Context: an optimization exercise on an open-source flow, tuned for small area. The choices shown serve that exercise and are no tape-out recipe. The RTL was checked by simulation tests, not by an equivalence proof against the original design. No activity file was given, so power comes from the tool's default toggle rates.

// sns_lane
module sns_lane (
    input  wire         clk,
    input  wire         rst,
    input  wire         grp_valid,
    input  wire [7:0]   grp,
    input  wire         cfg_we,
    input  wire [2:0]   cfg_slot,
    input  wire [1:0]   cfg_sel,      
    input  wire [23:0]  cfg_wdata,
    output wire         smp_strobe,
    output wire [7:0]   smp_valid,
    output wire [7:0]   smp_ovr,
    output wire [191:0] smp_z,
    output reg          fast_strobe,
    output wire [7:0]   fast_valid,
    output wire [127:0] fast_f,
    output wire [7:0]   stuck
);
For scale: ~0.079 mm² of cells after synthesis.
==> flow/config.mk <==
export PLATFORM = sky130hd
export DESIGN_NAME = sns_lane
export DESIGN_NICKNAME = sns_lane
export VERILOG_FILES = /design/flow/design.v
export SDC_FILE = /design/flow/constraint.sdc
export NUM_CORES = 8
export LEC_CHECK = 0
export CAP_MARGIN = 20
export CORE_MARGIN = 2
export CORE_UTILIZATION = 60
export CTS_CLUSTER_DIAMETER = 80
export CTS_CLUSTER_SIZE = 30
export SLEW_MARGIN = 20
==> flow/constraint.sdc <==
create_clock -name core_clock -period 14.0 [get_ports {clk}]
set_input_delay 2.8000 -clock core_clock [delete_from_list [all_inputs] [get_ports {clk}]]
set_output_delay 2.8000 -clock core_clock [all_outputs]
set_load 0.01 [all_outputs]
standard.sh (not shown) runs the stock make flow with config.mk's settings and CLKGATE_MAP_FILE= SYNTH_SCRIPT=/design/flow/synth_recipe.tcl, a recipe that flattens the netlist after the stock synthesis.
==> flow/flow/run.sh <==
#!/bin/bash
# The standard layout, with the ports buffered by the smallest buffer
# (sky130_fd_sc_hd__buf_1) instead of the one buffer_ports picks itself.
set -euo pipefail
export BUFFER_PORTS_ARGS="-buffer_cell sky130_fd_sc_hd__buf_1"
bash standard.sh > standard_flow.log 2>&1
The baseline passed the timing, DRC and antenna checks.
Next try:
Settings changed: CORE_UTILIZATION 60 to 40, CTS_CLUSTER_DIAMETER 80 to default, CTS_CLUSTER_SIZE 30 to default.
What happened:
- The new run finished clean
- count of clock-buffer cells in the layout rises by 131
- power rises by 17%
- final area rises by 4.9%
- worst setup slack improved by 15 ps
- combinational power rises by about 6%
Next try:
Settings changed: CORE_UTILIZATION 40 to 80, CTS_CLUSTER_DIAMETER from default to 80, CTS_CLUSTER_SIZE from default to 26.
Outcome: Area after synthesis does not change. Power is lower by 16%. Clock power fell by 47%. Global-route usage increases by 21 points. Worst setup slack gets worse by 140 ps. Cell count is lower by 15%. Via count rises by 5.7%. Final area drops by 6.3%. Count of clock-buffer cells in the layout decreases by 107.
Next try:
==> flow/run.sh (new file) <==
#!/bin/bash
# synth_recipe.tcl (not shown) runs the flow's synth.tcl, then flattens the netlist and writes it again
# the make line also repeats each setting of config.mk as NAME=value (left out here)
make -C /OpenROAD-flow-scripts/flow DESIGN_CONFIG=/design/flow/config.mk WORK_HOME=/design/flow/orfs CLKGATE_MAP_FILE= SYNTH_SCRIPT=/design/flow/synth_recipe.tcl finish
Settings changed: CORE_UTILIZATION 80 to 40, CTS_CLUSTER_DIAMETER 80 to default, CTS_CLUSTER_SIZE 26 to default.
removed: flow/flow/run.sh
removed: flow/standard.sh
Outcome: Count of clock-buffer cells in the layout went up by 115. Worst setup slack is better by 210 ps. Critical path depth shrinks by 1. Synthesized cell count stays the same. Combinational power hardly moves. Utilization went down by 39 points. Clock power increases by 87%. Register-to-register slack gains 210 ps. Final cell count goes up by 18%. Die area is higher by 99%. Worst hold slack got worse by 4.5 ps.

* * *

Setup of the baseline:
Starting RTL as in the previous note.
==> flow/config.mk <==
export PLATFORM = sky130hd
export DESIGN_NAME = sns_lane
export DESIGN_NICKNAME = sns_lane
export VERILOG_FILES = /design/flow/design.v
export SDC_FILE = /design/flow/constraint.sdc
export NUM_CORES = 8
export LEC_CHECK = 0
export CAP_MARGIN = 20
export CORE_MARGIN = 2
export CORE_UTILIZATION = 60
export CTS_CLUSTER_DIAMETER = 80
export CTS_CLUSTER_SIZE = 26
export SLEW_MARGIN = 20
==> flow/constraint.sdc <==
create_clock -name core_clock -period 14.0 [get_ports {clk}]
set_input_delay 2.8000 -clock core_clock [delete_from_list [all_inputs] [get_ports {clk}]]
set_output_delay 2.8000 -clock core_clock [all_outputs]
set_load 0.01 [all_outputs]
==> flow/flow/run.sh <==
#!/bin/bash
# The standard layout, with the ports buffered by the smallest buffer
# (sky130_fd_sc_hd__buf_1) instead of the one buffer_ports picks itself.
set -euo pipefail
export BUFFER_PORTS_ARGS="-buffer_cell sky130_fd_sc_hd__buf_1"
bash standard.sh > standard_flow.log 2>&1
Changes in the candidate relative to the baseline:
Settings: swapping 60 for 70 in CORE_UTILIZATION.
## What came out
Design area (lower): the candidate. Comparing the baseline and the candidate, via count is lower on the baseline. met2 layer wire length in the routed design was higher in the run labelled the candidate. Diff the baseline -> the candidate: combinational cell fraction of total power went up, power went down. In the reports for the baseline and the candidate, the larger proportion of power drawn by the clock network belongs to the baseline.

## re-timing with driven ports
The flow's constraints put no driver on any port. The routed layouts listed below were extracted and timed again, unchanged, in two steps. Step 1 (the two cells are an assumption about what drives the block):
set clk [get_ports {clk}]
set_driving_cell -lib_cell sky130_fd_sc_hd__clkbuf_16 $clk
set_driving_cell -lib_cell sky130_fd_sc_hd__buf_2 [delete_from_list [all_inputs] $clk]
Step 2 times the ports against the registers' clock, not the clock port: input delays grow and output delays shrink by t, the midpoint of the rising clock arrivals with the driver on. Slacks: no drivers / after step 1 / after step 2; pairs: no drivers / after step 1.
| run | t (ns) | setup WS [ns] | hold WS [ns] |
|---|---|---|---|
| the first run of note 1 | 0.806 | 0.309 / 0.309 / 0.309 | 0.424 / 0.424 / 0.424 |
| the second run of note 1 | 0.916 | 0.324 / 0.324 / 0.324 | 0.399 / 0.399 / 0.399 |
| the third run of note 1 | 0.783 | 0.189 / 0.189 / 0.189 | 0.417 / 0.417 / 0.417 |
| the fourth run of note 1 | 0.926 | 0.395 / 0.395 / 0.395 | 0.413 / 0.413 / 0.413 |
| the baseline | 0.818 | 0.309 / 0.309 / 0.309 | 0.422 / 0.422 / 0.422 |
| the candidate | 0.776 | 0.319 / 0.319 / 0.319 | 0.406 / 0.406 / 0.406 |
After both steps every run listed still meets setup and hold.
